From an optimization exercise on the open Yosys and OpenROAD flow, aimed at small area and a short achievable clock period; shortcuts taken in it are not production practice.
The flow treats the clock pin as an ideal source. Dropping or thinning the clock tree relies on that and would not hold on a real chip.

==> inputs of try-yarrow <==
// cmd_check
module cmd_check (
    input  wire        clk,
    input  wire        rst,           
    input  wire        in_valid,
    input  wire [31:0] in_data,       
    input  wire        in_last,       
    input  wire [2:0]  in_nbytes,     
    input  wire        queue_full,    
    input  wire [3:0]  mode,          
    output reg         res_valid,
    output reg         res_proto,     
    output wire [7:0]  res_status,
    output wire [15:0] res_opcode,
    output wire [15:0] res_tag,
    output wire        res_prio
);
clock: 12.0 ns
lec_check: 0
cap_margin: 20
core_margin: 2
core_utilization: 40
slew_margin: 20
standard.sh (not shown) runs the stock make flow with config.mk's settings and CLKGATE_MAP_FILE= SYNTH_SCRIPT=/design/flow/synth_recipe.tcl, a recipe that flattens the netlist after the stock synthesis.
==> flow/flow/run.sh <==
#!/bin/bash
# Own layout flow: the standard layout, with ORFS's timing repair (after
# clock tree synthesis and after global routing) aiming for setup slack well
# above zero, so that the layout's achieved period comes out short. The SDC,
# clock period and every other setting are the standard flow's.
set -euo pipefail
here=$(pwd)
margin=$(cat "$here/flow/setup_margin.txt")
export SETUP_SLACK_MARGIN="$margin"
bash standard.sh > "$here/standard_sh.log" 2>&1
==> flow/flow/setup_margin.txt <==
8.5
==> try-willow: changes against try-yarrow <==
==> flow/run.sh (new file) <==
#!/bin/bash
# synth_recipe.tcl (not shown) runs the flow's synth.tcl, then flattens the netlist and writes it again
# the make line also repeats each setting of config.mk as NAME=value (left out here)
make -C /OpenROAD-flow-scripts/flow DESIGN_CONFIG=/design/flow/config.mk WORK_HOME=/design/flow/orfs CLKGATE_MAP_FILE= SYNTH_SCRIPT=/design/flow/synth_recipe.tcl finish
removed: flow/flow/run.sh
removed: flow/flow/setup_margin.txt
removed: flow/standard.sh
==> try-cedar: changes against try-yarrow <==
==> flow/flow/run.sh (replaced) <==
#!/bin/bash
# Own layout flow: the standard layout (standard.sh), with ORFS's timing
# repair after clock tree synthesis and after global routing aiming for setup
# slack well above zero, so that the layout's achieved period comes out
# short. Repair may resize a cell to any footprint, and the ports are
# buffered with buf_2 cells. The SDC, clock period and every other setting
# are the standard flow's.
set -euo pipefail
here=$(pwd)
margin=$(cat "$here/flow/setup_margin.txt")
bash standard.sh "SETUP_SLACK_MARGIN=$margin" "MATCH_CELL_FOOTPRINT=0" \
    "BUFFER_PORTS_ARGS=-buffer_cell sky130_fd_sc_hd__buf_2" finish \
    > "$here/standard_sh.log" 2>&1
==> flow/flow/setup_margin.txt (replaced) <==
8.7
==> summary.txt <==
item                                                                     try-cedar      try-willow      try-yarrow
Result of the run                                                   finished clean  finished clean  finished clean
Number of fill cells                                                         2,537           2,608           2,602
Post-route worst setup slack                                               8680 ps         7760 ps         8520 ps
Layout overhead on the synthesized area                                      17.9%           16.2%           17.4%
Global routing usage on met3                                                 5.03%           3.46%           3.41%
Number of gates resized after cts                                               84               0              74
Origin of the critical flop-to-flop path                                     d1[6]          d1[19]           d1[0]
Wire length of the first global-routing pass                             52,200 um       51,800 um       52,200 um
Time the final worst path needs with I/O delays and setup                  3320 ps         4240 ps         3480 ps
GRT Overall Usage                                                            24.4%           24.0%           24.3%
Detailed-route via count                                                     9,162           8,892           8,894
Routed met1 length                                                       15,400 um       15,500 um       15,700 um
Instance count after placement with tap cells included                       1,556           1,557           1,557
Met1 usage                                                                   33.5%           33.4%           33.8%
Number of optimization iterations in the first detailed-route pass               7               5               5
Unrepaired setup endpoints after global routing                               true           false           false
Global routing met2 resource utilization                                     38.7%           37.6%           38.3%
Register area                                                        0.00340 sq mm   0.00331 sq mm   0.00336 sq mm
CP peak stage delay                                                         370 ps          740 ps          360 ps
Ratio of cells with drive above 1 in the final layout                        20.8%           8.09%           11.2%
Post-CTS setup buffer count                                                     17               0               9
No functional check of the RTL was part of any run of this note.

========
==> inputs of trial 91 <==
cmd_check, a different RTL version from the one above (not shown whole).
Settings: LEC_CHECK=0, CAP_MARGIN=20, CORE_MARGIN=2, CORE_UTILIZATION=40, SLEW_MARGIN=20; clock period 12.0 ns.
==> flow/flow/run.sh <==
#!/bin/bash
# Own layout flow: the standard layout (standard.sh), with ORFS's timing
# repair after clock tree synthesis and after global routing aiming for setup
# slack well above zero, so that the layout's achieved period comes out
# short. Repair may resize a cell to any footprint, and the ports are
# buffered with buf_2 cells. The SDC, clock period and every other setting
# are the standard flow's.
set -euo pipefail
here=$(pwd)
margin=$(cat "$here/flow/setup_margin.txt")
bash standard.sh "SETUP_SLACK_MARGIN=$margin" "MATCH_CELL_FOOTPRINT=0" \
    "BUFFER_PORTS_ARGS=-buffer_cell sky130_fd_sc_hd__buf_2" finish \
    > "$here/standard_sh.log" 2>&1
==> flow/flow/setup_margin.txt <==
8.8
==> inputs of build 20, as changes to trial 91 <==
- CTS_CLUSTER_DIAMETER: unset -> 300
- CTS_CLUSTER_SIZE: unset -> 50
==> summary.txt <==
#MultiIn Comb=about 900; critical path's slowest cell=dfxtp_4; area occupied by registers=2880 µm²; cell family with most CP delay=flip-flops; status=no timing/DRC/antenna violations; most frequent cells in the layout=xnor2_1, nand2_1, a21oi_1, dfxtp_1, xor2_1; router iterations before antenna repair=5; EDFF count, synth=18; largest area contributor in the netlist=dfxtp_1; Worst path depth=1; number of sequential cells=130; Clk Tree Root Cell=clkbuf_16; DP Cell Count=between 1000 and 1500; library cells used by synthesis=between 80 and 90
[end of results for trial 91]
==> summary.txt <==
status=no timing/DRC/antenna violations; router iterations before antenna repair=5; Clk Tree Root Cell=clkbuf_16; area occupied by registers=roughly 2900 µm²; number of sequential cells=between 100 and 150; Worst path depth=1; cell family with most CP delay=flip-flops; most frequent cells in the layout=xnor2_1, nand2_1, a21oi_1, dfxtp_1, xor2_1; largest area contributor in the netlist=dfxtp_1; DP Cell Count=1490; #MultiIn Comb=between 900 and 1000
[end of results for build 20]
No functional check of the RTL was part of any run of this note.

========
==> amber: inputs <==
cmd_check, a different RTL version from the one above (not shown whole).
export LEC_CHECK = 0
export CAP_MARGIN = 20
export CORE_MARGIN = 2
export CORE_UTILIZATION = 40
export SLEW_MARGIN = 20
create_clock -name core_clock -period 12.0 [get_ports {clk}]
==> flow/flow/run.sh <==
#!/bin/bash
# Own layout flow: the standard layout (standard.sh), with
# - the clock tree rebuilt after clock tree synthesis as one level of
#   clkbuf_16 buffers, each driving a group of nearby flip-flops, all four
#   driven from the clock port (flow/clock_tree.tcl, run as ORFS's
#   POST_CTS_TCL hook);
# - ORFS's timing repair after global routing (and after clock tree
#   synthesis) aiming for setup slack well above zero, so that the achieved
#   period comes out short; repair may resize a cell to any footprint;
# - the ports buffered with buf_2 cells.
# The SDC, clock period and every other setting are the standard flow's.
set -euo pipefail
here=$(pwd)
margin=$(cat "$here/flow/setup_margin.txt")
export POST_CTS_TCL="$here/flow/post_cts.tcl"
bash standard.sh "SETUP_SLACK_MARGIN=$margin" "MATCH_CELL_FOOTPRINT=0" \
    "BUFFER_PORTS_ARGS=-buffer_cell sky130_fd_sc_hd__buf_2" \
    "POST_CTS_TCL=$here/flow/post_cts.tcl" finish \
    > "$here/standard_sh.log" 2>&1
==> flow/flow/clock_tree.tcl <==
proc my_one_level_clock_tree { nbuf } {
  set db [ord::get_db]
  set block [ord::get_db_block]
  set master [$db findMaster sky130_fd_sc_hd__clkbuf_16]
  set clk [$block findNet clk]

  # Walk the tree from the port: buffers and dummy loads are dropped, the
  # rest are sinks.
  set sinks {}
  set drop_insts {}
  set drop_nets {}
  set todo [list $clk]
  while { [llength $todo] } {
    set net [lindex $todo 0]
    set todo [lrange $todo 1 end]
    foreach it [$net getITerms] {
      if { [$it isOutputSignal] } { continue }
      set inst [$it getInst]
      set name [$inst getName]
      if { [string match "clkbuf_*" $name] || [string match "clkload*" $name] } {
        lappend drop_insts $inst
        foreach ot [$inst getITerms] {
          if { [$ot isOutputSignal] && [$ot getNet] ne "NULL" } {
            lappend drop_nets [$ot getNet]
            lappend todo [$ot getNet]
          }
        }
      } else {
        lappend sinks $it
      }
    }
  }
  puts "clock tree: [llength $sinks] sinks, dropping [llength $drop_insts] cells"

  # Sink locations.
  set pts {}
  foreach it $sinks {
    set bb [[$it getInst] getBBox]
    lappend pts [list [expr {([$bb xMin] + [$bb xMax]) / 2.0}] [expr {([$bb yMin] + [$bb yMax]) / 2.0}]]
  }
  # k-means, started from points spread along x then y order.
  set n [llength $pts]
  set sorted [lsort -real -index 0 $pts]
  set cent {}
  for { set k 0 } { $k < $nbuf } { incr k } {
    lappend cent [lindex $sorted [expr {int(($k + 0.5) * $n / $nbuf)}]]
  }
  for { set iter 0 } { $iter < 50 } { incr iter } {
    set asg {}
    foreach p $pts {
      set best 0
      set bd 1e30
      for { set k 0 } { $k < $nbuf } { incr k } {
        set c [lindex $cent $k]
        set d [expr {abs([lindex $p 0] - [lindex $c 0]) + abs([lindex $p 1] - [lindex $c 1])}]
        if { $d < $bd } { set bd $d; set best $k }
      }
      lappend asg $best
    }
    set newc {}
    for { set k 0 } { $k < $nbuf } { incr k } {
      set sx 0.0; set sy 0.0; set cnt 0
      foreach p $pts a $asg {
        if { $a == $k } { set sx [expr {$sx + [lindex $p 0]}]; set sy [expr {$sy + [lindex $p 1]}]; incr cnt }
      }
      if { $cnt } { lappend newc [list [expr {$sx / $cnt}] [expr {$sy / $cnt}]] } else { lappend newc [lindex $cent $k] }
    }
    set cent $newc
  }

  # Remove the old tree.
  foreach it $sinks { $it disconnect }
  foreach inst $drop_insts { odb::dbInst_destroy $inst }
  foreach net $drop_nets { odb::dbNet_destroy $net }

  # Build the new one.
  for { set k 0 } { $k < $nbuf } { incr k } {
    set inst [odb::dbInst_create $block $master "clkbuf_leaf_${k}_clk"]
    set net [odb::dbNet_create $block "clknet_leaf_${k}_clk"]
    $net setSigType CLOCK
    foreach it [$inst getITerms] {
      set mt [[$it getMTerm] getName]
      if { $mt eq "A" } { $it connect $clk }
      if { $mt eq "X" } { $it connect $net }
    }
    set c [lindex $cent $k]
    $inst setLocation [expr {int([lindex $c 0])}] [expr {int([lindex $c 1])}]
    $inst setPlacementStatus PLACED
    $inst setSourceType TIMING
    set cnt 0
    foreach it $sinks a $asg {
      if { $a == $k } { $it connect $net; incr cnt }
    }
    puts "clock buffer $k: $cnt sinks at $c"
  }
  $clk setSigType CLOCK
}
==> flow/flow/setup_margin.txt <==
9.0
Other scripts of this flow, unchanged in this note and not shown: flow/flow/post_cts.tcl
==> ember: changes against amber <==
--- a/flow/design.v
+++ b/flow/design.v
@@ -56,28 +56,29 @@
             mode_ok = !md[3] && allowed[md[2:0]];
         end
     endfunction
     localparam [2:0] S_H0 = 3'd0, S_H1 = 3'd1, S_H2 = 3'd2,
                      S_FULL = 3'd4, S_PART = 3'd5, S_DONE = 3'd6;
     reg  [2:0]  nxt;           
     reg  [2:0]  cur;           
+    reg         xh;            
     reg         v;             
     reg         l1, q1;        
-    reg         mok1;          
+    reg  [3:0]  m1;            
     reg         nbok1;         
     reg         fin1;          
     reg  [31:0] x;
     reg  [10:0] cnt;           
     reg  [1:0]  r;             
     reg  [15:0] op_r, tag_r;   
     reg         prio_r;
     reg         over_r;        
     reg         p1;            
-    reg         vf_r;          
-    reg         rz_r;          
+    reg         hz1;           
+    reg         vrf_r;         
     reg         lenok_r;       
     reg         hok_r;         
     reg         cok_r;         
     reg  [4:0]  stat_r;        
     wire take  = in_valid & ~rst;
     wire dec   = v & (cur == S_FULL);
     wire cnt0  = dec ? (cnt == 11'd1) : (cnt == 11'd0);
@@ -445,80 +446,81 @@
     assign c32_n[25] = m32_t216;
     assign c32_n[26] = m32_t222;
     assign c32_n[27] = m32_t226;
     assign c32_n[28] = m32_t230;
     assign c32_n[29] = m32_t233;
     assign c32_n[30] = m32_t237;
     assign c32_n[31] = m32_t241;
-    wire        c_hdr = !cur[2];                  
     wire [31:0] base  = (nxt == S_H0) ? 32'h0000FFFF :
                         n_hdr         ? {16'h0000, c16_z[7:0], c16_z[15:8]} :
-                        c_hdr         ? 32'hFFFFFFFF : c32_n;
+                        xh            ? 32'hFFFFFFFF : c32_n;
     wire [3:1]  lanes = {!n_part, !n_part | (r == 2'd3), !n_part | r[1]};
     wire [31:0] x_n   = base ^ (in_data & {{8{lanes[3]}}, {8{lanes[2]}},
                                            {8{lanes[1]}}, 8'hFF});
     always @(posedge clk) begin
         v     <= take;
         l1    <= in_last;
         q1    <= queue_full;
-        mok1  <= mode_ok(op_r, mode);
+        m1    <= mode;
         nbok1 <= in_nbytes[2] | (n_part && (in_nbytes[1:0] >= r));
         if (rst)
             nxt <= S_H0;
         else if (take)
             nxt <= nxt_n;
+        cur  <= nxt;
+        fin1 <= n_part | ((nxt == S_FULL) & cnt0 & (r == 2'd0));
+        p1   <= in_data[0];
         if (in_valid) begin
-            x    <= x_n;
-            cur  <= nxt;
-            fin1 <= n_part | ((nxt == S_FULL) & cnt0 & (r == 2'd0));
+            x  <= x_n;
+            xh <= n_hdr;
         end
-        if (in_valid & (nxt == S_H1)) begin
-            p1   <= in_data[0];
-            vf_r <= (in_data[15:8] == 8'h01) && (in_data[7:1] == 7'h00);
-        end
-        if (in_valid & (nxt == S_H2))
-            rz_r <= (in_data[15:0] == 16'h0000);
+        hz1  <= (nxt == S_H1) ? (in_data[15:8] == 8'h01) && (in_data[7:1] == 7'h00) :
+                                (in_data[15:0] == 16'h0000);
     end
     wire h0   = (cur == S_H0);
     wire h1   = (cur == S_H1);
     wire h2   = (cur == S_H2);
     wire pay  = cur[2];
     wire done = (cur == S_DONE);
     wire hok_now = (c16_y == {x[31:24], x[23:16]});
     wire cok_now = (r == 2'd0) ? (x == 32'hFFFFFFFF) :
                    (r == 2'd1) ? (x == 32'h00BE26ED) :
                    (r == 2'd2) ? (x == 32'hBE26ED00) : (x == 32'h2DFD1072);
     wire hdr_cpl = pay | (h2 & nbok1);
     wire hok     = h2 ? hok_now : hok_r;
+    wire vrf     = h2 ? (vrf_r & hz1) : vrf_r;
     wire len6    = done | (fin1 & nbok1);
     wire cok     = done ? cok_r : cok_now;
     wire good    = hdr_cpl & hok;
     reg [7:0] status;
     always @(*) begin
         if (!hok)                       status = ST_BAD_CRC;
         else if (over_r)                status = ST_LENGTH_EXCEEDS;
         else if (q1)                    status = ST_QUEUE_FULL;
-        else if (!(vf_r & rz_r))        status = ST_OUT_OF_RANGE;
+        else if (!vrf)                  status = ST_OUT_OF_RANGE;
         else if (!pay || !len6)         status = ST_BAD_LENGTH;
         else if (!cok)                  status = ST_BAD_CRC;
         else if (!op_known(op_r))       status = ST_BAD_OPCODE;
         else if (!lenok_r)              status = ST_BAD_LENGTH;
-        else if (!mok1)                 status = ST_WRONG_MODE;
+        else if (!mode_ok(op_r, m1))    status = ST_WRONG_MODE;
         else                            status = ST_OK;
     end
     always @(posedge clk) begin
         if (v & h1) begin
+            vrf_r   <= hz1;
             cnt     <= x[28:18];
             r       <= x[17:16];
             over_r  <= (x[31:16] > 16'd4096);
             lenok_r <= len_ok(op_r, x[28:16]);
         end else if (dec)
             cnt <= cnt - 11'd1;
-        if (v & h2)
+        if (v & h2) begin
+            vrf_r <= vrf;
             hok_r <= hok_now;
+        end
         if (v & fin1)
             cok_r <= cok_now;
         if (v & l1 & !good) begin
             op_r   <= 16'h0000;
             tag_r  <= 16'h0000;
             prio_r <= 1'b0;
         end else begin
--- a/flow/flow/clock_tree.tcl
+++ b/flow/flow/clock_tree.tcl
@@ -41,25 +41,33 @@
   # k-means, started from points spread along x then y order.
   set n [llength $pts]
   set sorted [lsort -real -index 0 $pts]
   set cent {}
   for { set k 0 } { $k < $nbuf } { incr k } {
     lappend cent [lindex $sorted [expr {int(($k + 0.5) * $n / $nbuf)}]]
   }
-  for { set iter 0 } { $iter < 50 } { incr iter } {
-    set asg {}
+  # Balanced k-means: each group takes at most cap sinks, nearest first.
+  set cap [expr {($n + $nbuf - 1) / $nbuf + 1}]
+  for { set iter 0 } { $iter < 30 } { incr iter } {
+    set pairs {}
+    set i 0
     foreach p $pts {
-      set best 0
-      set bd 1e30
       for { set k 0 } { $k < $nbuf } { incr k } {
         set c [lindex $cent $k]
-        set d [expr {abs([lindex $p 0] - [lindex $c 0]) + abs([lindex $p 1] - [lindex $c 1])}]
-        if { $d < $bd } { set bd $d; set best $k }
+        lappend pairs [list [expr {abs([lindex $p 0] - [lindex $c 0]) + abs([lindex $p 1] - [lindex $c 1])}] $i $k]
       }
-      lappend asg $best
+      incr i
+    }
+    set asg [lrepeat $n -1]
+    set used [lrepeat $nbuf 0]
+    foreach pr [lsort -real -index 0 $pairs] {
+      lassign $pr d i k
+      if { [lindex $asg $i] >= 0 || [lindex $used $k] >= $cap } { continue }
+      lset asg $i $k
+      lset used $k [expr {[lindex $used $k] + 1}]
     }
     set newc {}
     for { set k 0 } { $k < $nbuf } { incr k } {
       set sx 0.0; set sy 0.0; set cnt 0
       foreach p $pts a $asg {
         if { $a == $k } { set sx [expr {$sx + [lindex $p 0]}]; set sy [expr {$sy + [lindex $p 1]}]; incr cnt }
       }
==> flow/flow/setup_margin.txt (replaced) <==
8.7
==> flow/config.mk (replaced) <==
export PLATFORM = sky130hd
export DESIGN_NAME = cmd_check
export DESIGN_NICKNAME = cmd_check
export VERILOG_FILES = /design/flow/design.v
export SDC_FILE = /design/flow/constraint.sdc
export NUM_CORES = 4
export LEC_CHECK = 0
export CAP_MARGIN = 20
export CORE_MARGIN = 2
export CORE_UTILIZATION = 60
export SLEW_MARGIN = 20
==> summary of the runs <==
- Of amber and ember, amber has the higher critical path depth (gap 6).
- Synthesized area: ember is higher than amber (about 6%).
- Synthesized cell count: ember is smaller than amber (about 0.4%).
- Of amber and ember, amber has the higher via count (gap about 2.6%, measured against ember).
- Between amber and ember, the lower cell area is in ember (gap 9.9%, measured against ember).
- Against ember, the worst hold slack of amber is lower by 0.054 ns.
- Between ember and amber, the lower utilization is in amber (gap 15 points).
- Between ember and amber, the lower cell count is in ember (gap 11%, measured against amber).
==> figures <==
| metric | ember | amber |
|---|---|---|
| Final non-filler cell area | 11100 um^2 | 12200 um^2 |
| Die Height | 132.8 um | 157.3 um |
| Worst path slowest cell | sky130_fd_sc_hd__clkbuf_4 | sky130_fd_sc_hd__or4_4 |
| Share of post-route cells with drive strength above 1 | 21.94% | 31.77% |
| Worst slew pin tran | 1.102 ns | 0.9991 ns |
| Run status | no timing/DRC/antenna violations | no timing/DRC/antenna violations |
| Drt total wl | 30270 um | 33320 um |
| Average wire length per cell after detail routing | 22.49 um | 22.04 um |
| Total number of multi-input combinational cells | 827 | 846 |
| Reg-to-reg startpoint | x[5] | x[10] |
| Synthesized netlist cell count | 1043 | 1047 |
| Critical Path Stages | 3 | 9 |
| Final core utilization | 67.68% | 52.46% |
| Slew headroom | 26.55% | 33.15% |
| Hold path startpoint | tag_r[7] | tag_r[5] |
No functional check of the RTL was part of any run of this note.

-- re-timing with driven ports --
The flow's constraints put no driver on any port. The routed layouts listed below were extracted and timed again, unchanged, in two steps.
Step 1: set_driving_cell puts a clkbuf_16 on clk and a buf_2 on each other input, an assumption about the parent block.
Step 2, shift: input delay + t, output delay - t, t = (earliest + latest rising clock arrival at the registers) / 2. This alone moves slack from input paths to output paths.
Slacks: ideal / step 1 / step 2; pairs: ideal / step 1.
run | shift t [ns] | setup slack, ns | worst data-port slew with drivers (ns)
try-yarrow | 0.491 | 8.521 / 8.472 / 8.605 | 0.04
try-willow | 0.494 | 7.757 / 7.708 / 8.202 | 0.04
try-cedar | 0.483 | 8.678 / 8.629 / 8.729 | 0.04
trial 91 | 0.484 | 8.688 / 8.639 / 8.512 | 0.04
build 20 | 0.484 | 8.688 / 8.639 / 8.512 | 0.04
amber | 0.269 | 8.677 / 8.676 / 8.592 | 0.16
ember | 0.270 | 8.773 / 8.720 / 8.579 | 0.04
After both steps setup and hold are still met in every run listed. For ember, which loses most, drivers alone change the setup slack by -0.053 ns; drivers and shift together by -0.194 ns.
